This design comes from an exercise in tuning for small area, a short achievable clock period and few clock cycles per item on the open sky130 flow, not from production work. Only simulation tests tie the RTL to the original design; equivalence was not proved. Power is estimated from default activity; no workload was simulated.

## design.v

```verilog
module fe_csa31 (
    input  wire [4:0] x,
    input  wire [4:0] y,
    input  wire [4:0] z,
    output wire [4:0] s,
    output wire [4:0] c
);
    wire [4:0] m = (x & y) | (x & z) | (y & z);
    assign s = x ^ y ^ z;
    assign c = {m[3:0], m[4]};
endmodule
module fe_res31 (
    input  wire [47:0] x,
    input  wire [4:0]  k,
    output wire [4:0]  s,
    output wire [4:0]  c
);
    wire [4:0] o9 = {2'b00, ~x[47], x[46], x[45]};
    wire [4:0] s1, c1, s2, c2, s3, c3, s4, c4, s5, c5;
    wire [4:0] s6, c6, s7, c7, s8, c8, s9, c9;
    fe_csa31 u1 (x[4:0],   x[9:5],   x[14:10], s1, c1);
    fe_csa31 u2 (x[19:15], x[24:20], x[29:25], s2, c2);
    fe_csa31 u3 (x[34:30], x[39:35], x[44:40], s3, c3);
    fe_csa31 u4 (o9,       k,        s1,       s4, c4);
    fe_csa31 u5 (c1,       s2,       c2,       s5, c5);
    fe_csa31 u6 (s3,       c3,       s4,       s6, c6);
    fe_csa31 u7 (c4,       s5,       c5,       s7, c7);
    fe_csa31 u8 (s6,       c6,       s7,       s8, c8);
    fe_csa31 u9 (c7,       s8,       c8,       s9, c9);
    assign s = s9;
    assign c = c9;
endmodule
module fe_divsqrt (
    input  wire        clk,
    input  wire        rst,       
    input  wire        start,
    input  wire        op,        
    input  wire [47:0] a,
    input  wire [47:0] b,
    input  wire [4:0]  ra,
    input  wire [4:0]  rb,
    output wire        ready,
    output reg         done,
    output wire [47:0] y,
    output wire [4:0]  ry,
    output reg         divz,
    output reg         sqneg,
    output reg         sat,
    output reg         rerr
);
    function [4:0] k_sub;
        input [4:0] r;
        begin
            k_sub = (r <= 5'd27) ? (5'd27 - r) : (5'd27 + 5'd31 - r);
        end
    endfunction
    function [4:0] k_add;
        input [4:0] r;
        begin
            k_add = (r <= 5'd2) ? (r + 5'd28) : (r - 5'd3);
        end
    endfunction
    localparam [1:0] S_IDLE = 2'd0, S_PREP = 2'd1, S_RUN = 2'd2, S_FIX = 2'd3;
    reg  [1:0]  st;
    reg  [1:0]  ph;            
    reg         op_r;
    reg         a_neg;
    reg         q_neg;
    reg         cin;
    reg  [4:0]  ka, kb;        
    reg  [4:0]  rs, rc;        
    reg         tsel;          
    reg  [6:0]  cnt;           
    reg         lead;          
    reg         ovf;           
    reg         f47;           
    reg         nzlow;         
    reg  [4:0]  acc;           
    reg         ysel_q;        
    reg         ysel_d;        
    reg         ycv;           
    reg         ycv47;         
    reg  [46:0] R;             
    reg  [47:0] Q, D;
    assign ready = (st == S_IDLE);
    wire   idle  = (st == S_IDLE);
    wire   run   = (st == S_RUN);
    wire [47:0] C = {R[0], Q[47:1]};
    reg  [47:0] pre;
    integer k, l;
    always @(*) begin
        pre = C;
        for (l = 0; l < 6; l = l + 1)
            for (k = 0; k < 48; k = k + 1)
                if ((k >> l) & 1)
                    pre[k] = pre[k] | pre[((k >> l) << l) - 1];
    end
    wire [47:0] negC = C ^ {pre[46:0], 1'b0};
    wire [47:0] X  = {R[46:0], Q[47]};
    wire [48:0] Zs = {1'b0, X} + {1'b0, D} + {48'd0, cin};
    wire        ok = Zs[48];             
    wire [47:0] Z  = Zs[47:0];
    wire [47:0] V = ~D;                  
    reg  [48:0] G;                       
    integer j;
    always @(*) begin
        G[48] = 1'b0;
        for (j = 47; j >= 0; j = j - 1)
            G[j] = G[j+1] | V[j];
    end
    wire [55:0] Xs = {1'b0, R, Q[47:40]};
    wire        div_skip = ~|(Xs & ~{8'd0, G[48:1]});
    wire        sq_skip  = lead && !R[0] && (Q[47:41] == 7'd0);
    wire        skip     = (cnt >= 7'd9) && !ovf && (op_r ? sq_skip : div_skip);
    wire [6:0]  pos      = cnt - 7'd1;   
    wire        last     = op_r ? (cnt == 7'd2) : (cnt == 7'd1);
    wire        sqf      = op_r || last;    
    wire        hi_ok    = !op_r && ok && (pos >= 7'd48);
    wire        p47_ok   = !op_r && ok && (pos == 7'd47);
    wire [4:0]  ts, tc;
    fe_res31 u_res (.x(tsel ? C : D), .k(tsel ? ka : kb), .s(ts), .c(tc));
    wire        rs0 = (rs == 5'd0) || (rs == 5'd31);
    wire        rc0 = (rc == 5'd0) || (rc == 5'd31);
    wire        rz  = (rc == ~rs) || (rs0 && rc0);
    wire [4:0]  acc2     = {acc[3:0], acc[4]};
    wire [4:0]  acc2p    = (acc2 == 5'd30) ? 5'd0 : acc2 + 5'd1;
    wire [4:0]  acc_n    = ok ? acc2p : acc2;
    assign y[47]    = ycv47 | (ysel_q & C[47]);
    assign y[46:36] = {11{ycv}} | ({11{ysel_q}} & C[46:36]);
    assign y[35:0]  = {36{ycv}} | ({36{ysel_q}} & C[35:0]) | ({36{ysel_d}} & ~D[37:2]);
    assign ry = acc;
    wire        hold     = op_r && a_neg;   
    wire        end_ovf  = ovf || (f47 && !q_neg);    
    always @(posedge clk) begin
        rs   <= ts;
        rc   <= tc;
        tsel <= idle;
        if (rst) begin
            st   <= S_IDLE;
            done <= 1'b0;
        end else begin
            done <= 1'b0;
            case (st)
            S_IDLE: begin
                op_r   <= op;
                a_neg  <= a[47];
                q_neg  <= a[47] ^ b[47];
                cin    <= op | ~b[47];
                ka     <= k_sub(ra);
                kb     <= b[47] ? k_sub(rb) : k_add(rb);
                rerr   <= (ra == 5'd31) || (!op && rb == 5'd31);
                divz   <= !op && (b == 48'd0);
                sqneg  <= op && a[47];
                sat    <= 1'b0;
                cnt    <= op ? 7'd72 : 7'd71;
                ph     <= 2'd0;
                lead   <= 1'b1;
                ovf    <= !op && (b == 48'd0);
                f47    <= 1'b0;
                nzlow  <= 1'b0;
                acc    <= 5'd0;
                ysel_q <= !op;
                ysel_d <= op;
                ycv    <= 1'b0;
                ycv47  <= 1'b0;
                if (start)
                    st <= (!op && a[47]) ? S_PREP : S_RUN;
            end
            S_PREP: begin
                ph <= 2'd1;
                st <= S_RUN;
            end
            S_RUN: begin
                if (ph != 2'd3) ph <= ph + 2'd1;
                if (ph == 2'd1 && !rz) rerr <= 1'b1;
                if (ph == 2'd2 && !op_r && !rz) rerr <= 1'b1;
                if (hold) begin
                    if (ph == 2'd1) begin
                        st   <= S_IDLE;
                        done <= 1'b1;
                    end
                end else if (end_ovf && !op_r && ph[1]) begin
                    st     <= S_IDLE;
                    done   <= 1'b1;
                    sat    <= !divz;
                    acc    <= q_neg ? 5'd27 : 5'd3;
                    ysel_q <= 1'b0;
                    ycv    <= !q_neg;
                    ycv47  <= q_neg;
                end else if (skip) begin
                    cnt <= cnt - 7'd8;
                    acc <= {acc[1:0], acc[4:2]};    
                end else begin
                    cnt <= cnt - (op_r ? 7'd2 : 7'd1);
                    acc <= acc_n;
                    if (ok) lead <= 1'b0;
                    if (hi_ok) ovf <= 1'b1;
                    if (p47_ok) f47 <= 1'b1;
                    if (!op_r && ok && pos < 7'd47) nzlow <= 1'b1;
                    if (last) begin
                        if (!op_r && q_neg) begin
                            st <= S_FIX;
                        end else begin
                            st   <= S_IDLE;
                            done <= 1'b1;
                        end
                    end
                end
            end
            S_FIX: begin
                st    <= S_IDLE;
                done  <= 1'b1;
                if (f47 && nzlow) begin
                    sat    <= 1'b1;
                    acc    <= 5'd27;
                    ysel_q <= 1'b0;
                    ycv47  <= 1'b1;
                end else begin
                    acc    <= (acc == 5'd0) ? 5'd0 : ~acc;
                end
            end
            endcase
        end
    end
    wire        take_z = run && ok && !skip;
    wire [46:0] r_z    = sqf ? {Z[45:0], Q[46]} : Z[46:0];
    wire [46:0] r_x    = idle ? {46'd0, a[47]} :
                         !run ? {46'd0, negC[47]} :
                         skip ? Xs[46:0] :
                         sqf  ? {X[45:0], Q[46]} : X[46:0];
    always @(posedge clk) begin
        R <= take_z ? r_z : r_x;
        if (idle)
            Q <= {a[46:0], 1'b0};
        else if (!run)
            Q <= {negC[46:0], 1'b0};
        else if (skip)
            Q <= {Q[39:0], 8'd0};
        else if (sqf)
            Q <= {Q[45:0], ok & !op_r, 1'b0};
        else
            Q <= {Q[46:0], ok};
        if (idle)
            D <= op ? 48'hFFFF_FFFF_FFFE : (b ^ {48{~b[47]}});
        else if (run && op_r && !a_neg && !skip)
            D <= {D[46:2], ~ok, 2'b10};
    end
endmodule
```

## flow/run.sh

```bash
#!/bin/bash
set -euo pipefail
bash standard.sh SETUP_SLACK_MARGIN=6.5 finish > flow_make.log 2>&1
```

## standard.sh

```bash
#!/bin/bash
# synth_recipe.tcl (not shown) runs the flow's synth.tcl, then flattens the netlist and writes it again
# the make line also repeats each setting of config.mk as NAME=value (left out here)
make -C /OpenROAD-flow-scripts/flow DESIGN_CONFIG=/design/flow/config.mk WORK_HOME=/design/flow/orfs CLKGATE_MAP_FILE= SYNTH_SCRIPT=/design/flow/synth_recipe.tcl "${@:-finish}"
```

## config.mk

```make
export PLATFORM = sky130hd
export DESIGN_NAME = fe_divsqrt
export DESIGN_NICKNAME = fe_divsqrt
export VERILOG_FILES = /design/flow/design.v
export SDC_FILE = /design/flow/constraint.sdc
export NUM_CORES = 4
export LEC_CHECK = 0
export CAP_MARGIN = 20
export CORE_MARGIN = 2
export CORE_UTILIZATION = 40
export CTS_BUF_LIST = sky130_fd_sc_hd__clkbuf_8 sky130_fd_sc_hd__clkbuf_16
export PLACE_DENSITY = 0.6
export SETUP_SLACK_MARGIN = 5
export SLEW_MARGIN = 20
```

## constraint.sdc

```tcl
create_clock -name core_clock -period 10.5 [get_ports {clk}]
set_input_delay 2.1000 -clock core_clock [delete_from_list [all_inputs] [get_ports {clk}]]
set_output_delay 2.1000 -clock core_clock [all_outputs]
set_load 0.01 [all_outputs]
```

==> results.txt <==
worst max-delay path: cells and delay by family, from the launching register on:
kind	cells	cell delay (ps)
DFF	1	410
AOI/OAI and AO/OA	1	230
buffers and inverters	2	820
metal layers:
layer	global-route usage	wire length, microns	vias up
met5	0	0	-
met1	0.3875	27050	8172
li1	-	-	7781
met4	0.1081	2208	0
met2	0.4482	29330	869
met3	0.04371	5508	128
cell usage in the layout, fill, tap and decap left out, types with 7 or more instances in the layout:
cell / instances
inv_1: 136
o21a_1: 16
or4_1: 11
dfxtp_1: 102
buf_12: 7
nor2_1: 128
o211ai_1: 60
a31oi_1: 43
fa_1: 46
nand2b_1: 10
nand3_1: 82
o21ai_0: 139
clkbuf_16: 18
edfxtp_1: 88
a211oi_1: 20
o31ai_1: 9
or3_1: 11
xnor2_1: 48
o22ai_1: 43
or2_2: 7
nand2_1: 257
dlymetal6s2s_1: 11
nor3_1: 26
and3_1: 10
a21oi_1: 113
a221o_1: 37
nor2b_1: 9
nor4_1: 18
clkdlybuf4s50_1: 131
o21bai_1: 7
o31a_1: 7
buf_4: 32
a21o_1: 45
ha_1: 84
a22oi_1: 38
dlygate4sd2_1: 25
xor2_1: 83
mux2_2: 15
nand4_1: 14
mux2i_1: 54
state kept, by name (all words and copies together) (netlist names), 2 cells and up:
signal	flops
D	48
Q	48
R	47
cnt	7
acc	5
ka	5
kb	5
rc	5
rs	5
ph	2
st	2
logic make-up (layout without fill, tap and decap cells):
| family | count (synthesis) | count (layout) |
|---|---|---|
| multiplexers | 72 | 72 |
| XOR/XNOR | 132 | 132 |
| flip-flops | 196 | 196 |
| AND/OR/NAND/NOR | 628 | 628 |
| adder cells (fa/ha/maj) | 132 | 132 |
| buffers and inverters | 312 | 382 |
| AO/OA/AOI/OAI | 647 | 647 |
where the power goes:
group	total, mW	internal (mW)	switching [mW]
sequential	1.79	1.24	0.553
combinational	5.59	2.24	3.35
clock	0.745	0.388	0.358
total	8.13	3.87	4.26
final cells by class:
class,count,area share
clock buffers,17,0.02122
clock inverters,15,0.01061
flip-flops and latches,196,0.2401
inverters,139,0.02609
repair buffers,211,0.1056
multi-input cells,1611,0.5628
well taps,539,0.03365
how the worst max path moves through the flow:
stage          cells past startpoint    end  slack, ps    from
5_1_grt                            3  y[46]       6430  ysel_q
3_3_place_gp                      14  R[42]       5000   Q[47]
2_1_floorplan                     11   D[0]       6570   Q[41]
6_report                           3  y[46]       6450  ysel_q
3_5_place_dp                      15  R[42]       5340   Q[47]
4_1_cts                            3  y[26]       6340  ysel_d
repair_timing:
action	4_1_cts	5_1_grt
setup buffers	8	11
pin swaps	8	4
setup endpoints to repair	213	164
hold endpoints to repair	0	0
resized for setup	65	30
cloned	0	1
stage by stage:
step                instances  power, mW
global route             2728      8.901
floorplan                2119      5.372
finish                   2728      8.129
global placement         2675      7.186
CTS                      2716      8.042
detailed placement       2676      7.251
==> summary.md <==
| Metric | Value |
|---|---|
| # setup viols final | 0 |
| First-pass GRT wire length | 96140 microns |
| FF+latch count, synth | 196 |
| PD cells | 405.6 nW/um^2 |
| Worst Reg-to-Reg Cells | 13 |
| GRT overflow | 0 |
| Worst Max-Slew Pin Slew | 1068 ps |
| CTS Sinks | 196 |
| I/O Pins | 169 |
| Layout fillers | 4137 |
| Layout cells sized above 1 | 0.06898 |
| Mux cell area share after synthesis | 0.04321 |
| Sequential share of the synthesized area | 0.2808 |
| Port Buf Inserts | 168 |
| Reg area | 4812 sq um |
| Vias in the first global route | 16070 |
| CP required | 8400 ps |
| Placement Setup Slack | 5342 ps |
| Starting DRT DRC Count | 1741 |
| # rows | 75 |
| Min-delay src | st[0] |
| Top cell type's share of synthesized area | 0.1544 |
| CP max FO | 48 |
| Highest Clock Rate | 0.2470 GHz |
| WL/cell | 23.50 microns |
| Htree depth | 4 |
| Synth Area in Simple Gates | 0.1704 |
| Most instantiated library cell after synthesis | nand2_1 |
| Setup TNS Final | 0 ps |
| Drt via density | 6.213 |
| Worst-Skew Late Latency | 470 ps |
| Via count | 16950 |
| Tmin final | 4048 ps |
| Area growth, synth to finish | 17.13% |
| Status | complete, no violations |
| Die Wd | 210.8 microns |
| Worst-path clk slew | 90 ps |
| Net Count, Synth | 2361 |
| Multi-input logic area | 11280 sq um |
| CTS tree | done |
| CTS Buf Count | 17 |
| Leading area contributor after synthesis | edfxtp_1 |
| RSZ-0062 raised after global routing | yes |
| CP max-delay cell | clkdlybuf4s50_1 |
| Sequence of cells on the critical path | buf_12 > a21o_1 > clkdlybuf4s50_1 |
| Largest stage delay on the critical path | 570 ps |
| Fin crit share | 0.3856 |
| GR Util All Layers | 0.2824 |
| Pins Over Slew Limit | 0 |
| Core box area | 42040 sq um |
| Nature of the critical path endpoint | output pin |
| Synth warn | 1 |
| Nets@finish | 2418 |
| Async SR Flop Fraction | 0 |
| Peak supply drop | 445.0 uV |
| Crit start category | flip-flop |
| Main combinational cell family by area after synthesis | compound AO/OA/AOI/OAI gates |
| Worst Hold Depth | 2 |
| Wirelength, routed | 64100 microns |
| Min Hold Slack | 582.3 ps |
| R2R Path Start | Q[44] |
| Die area | 44450 sq um |
| Final core occ | 0.4768 |
| Pre-antenna DRT Iters | 6 |
| Initial antenna violation count | 0 |
| Total of max-cap violations | 0 |
| Chip height | 210.8 microns |
| Synth Area per Inst | 8.076 sq um |
| Setup WS post-layout | 6452 ps |
| Synth unique cells | 81 |
| Clock Path Buffers | 2 |
| Rel. slew slack | 0.2830 |
| CTS Hold Bufs | 0 |
| Clock Tree Root | clkbuf_16 |
| Dominant synthesized flop cell | dfxtp_1 |
| Worst path arrival time | 1950 ps |
| DRC | 0 |
| Clock Skew | 16.43 ps |
| Pleak | 8.323 nW |
| Crit path kind | flip-flop to output pin |
| Largest net degree at the start of global routing | 90 |
| Reg-to-reg endpoint | Q[28] |
| Synth Area in XOR/XNOR | 0.06800 |
| Worst R2R Setup Slack | 6580 ps |
| DPL Wire Length | 46580 microns |
| Most common library cells after synthesis | nand2_1 (259), clkbuf_1 (144), o21ai_0 (141), inv_1 (139), nor2_1 (132) |
| Hold worst-path end | st[0] |
| Synth Area in Compound Gates | 0.2514 |
| Final Hold Fails | 0 |
| Design Area, Final | 20040 sq um |
| Initial core utilization | 0.4071 |
| Post-synthesis cell count | 2119 |
| Post-synth EDFFs | 88 |
| Placed cell areas | 19040 sq um |
| Synth area leaders | edfxtp_1 (15%), dfxtp_1 (13%), ha_1 (6.3%) |
| HP Class | flip-flop to flip-flop |
| Routed Antenna Nets | 0 |
| GPL Wtd Cong | 0.9837 |
| Cell area after synthesis | 17110 sq um |
| Adder-cell share of the synthesized area | 0.1167 |
| N_diodes | 0 |
Testbench counts, summed over its fixed seeds: cycles 95,212, items 3,200.

-- what the ideal ports hide --
How much do the figures lean on ideal ports? The routed layout below was timed once more, with nothing changed but the port constraints.
Step 1 (the two cells are an assumption about what drives the block):
set clk [get_ports {clk}]
set_driving_cell -lib_cell sky130_fd_sc_hd__clkbuf_16 $clk
set_driving_cell -lib_cell sky130_fd_sc_hd__buf_2 [delete_from_list [all_inputs] $clk]
Step 2 moves the port delays by t, midway between the first and last clock arrival at a register: inputs arrive t later, outputs are due t later. That takes back most of the time a late clock gives input paths.
a / b / c = ideal / step 1 / step 2; a / b = the first two.
t, ns: 0.526
slack for setup (ns): 6.452 / 6.388 / 6.266
pins driven straight from the clock port: 1
After both steps setup and hold are still met in this run. The setup slack of this run moves by -0.064 ns with the drivers and by -0.186 ns with both steps.
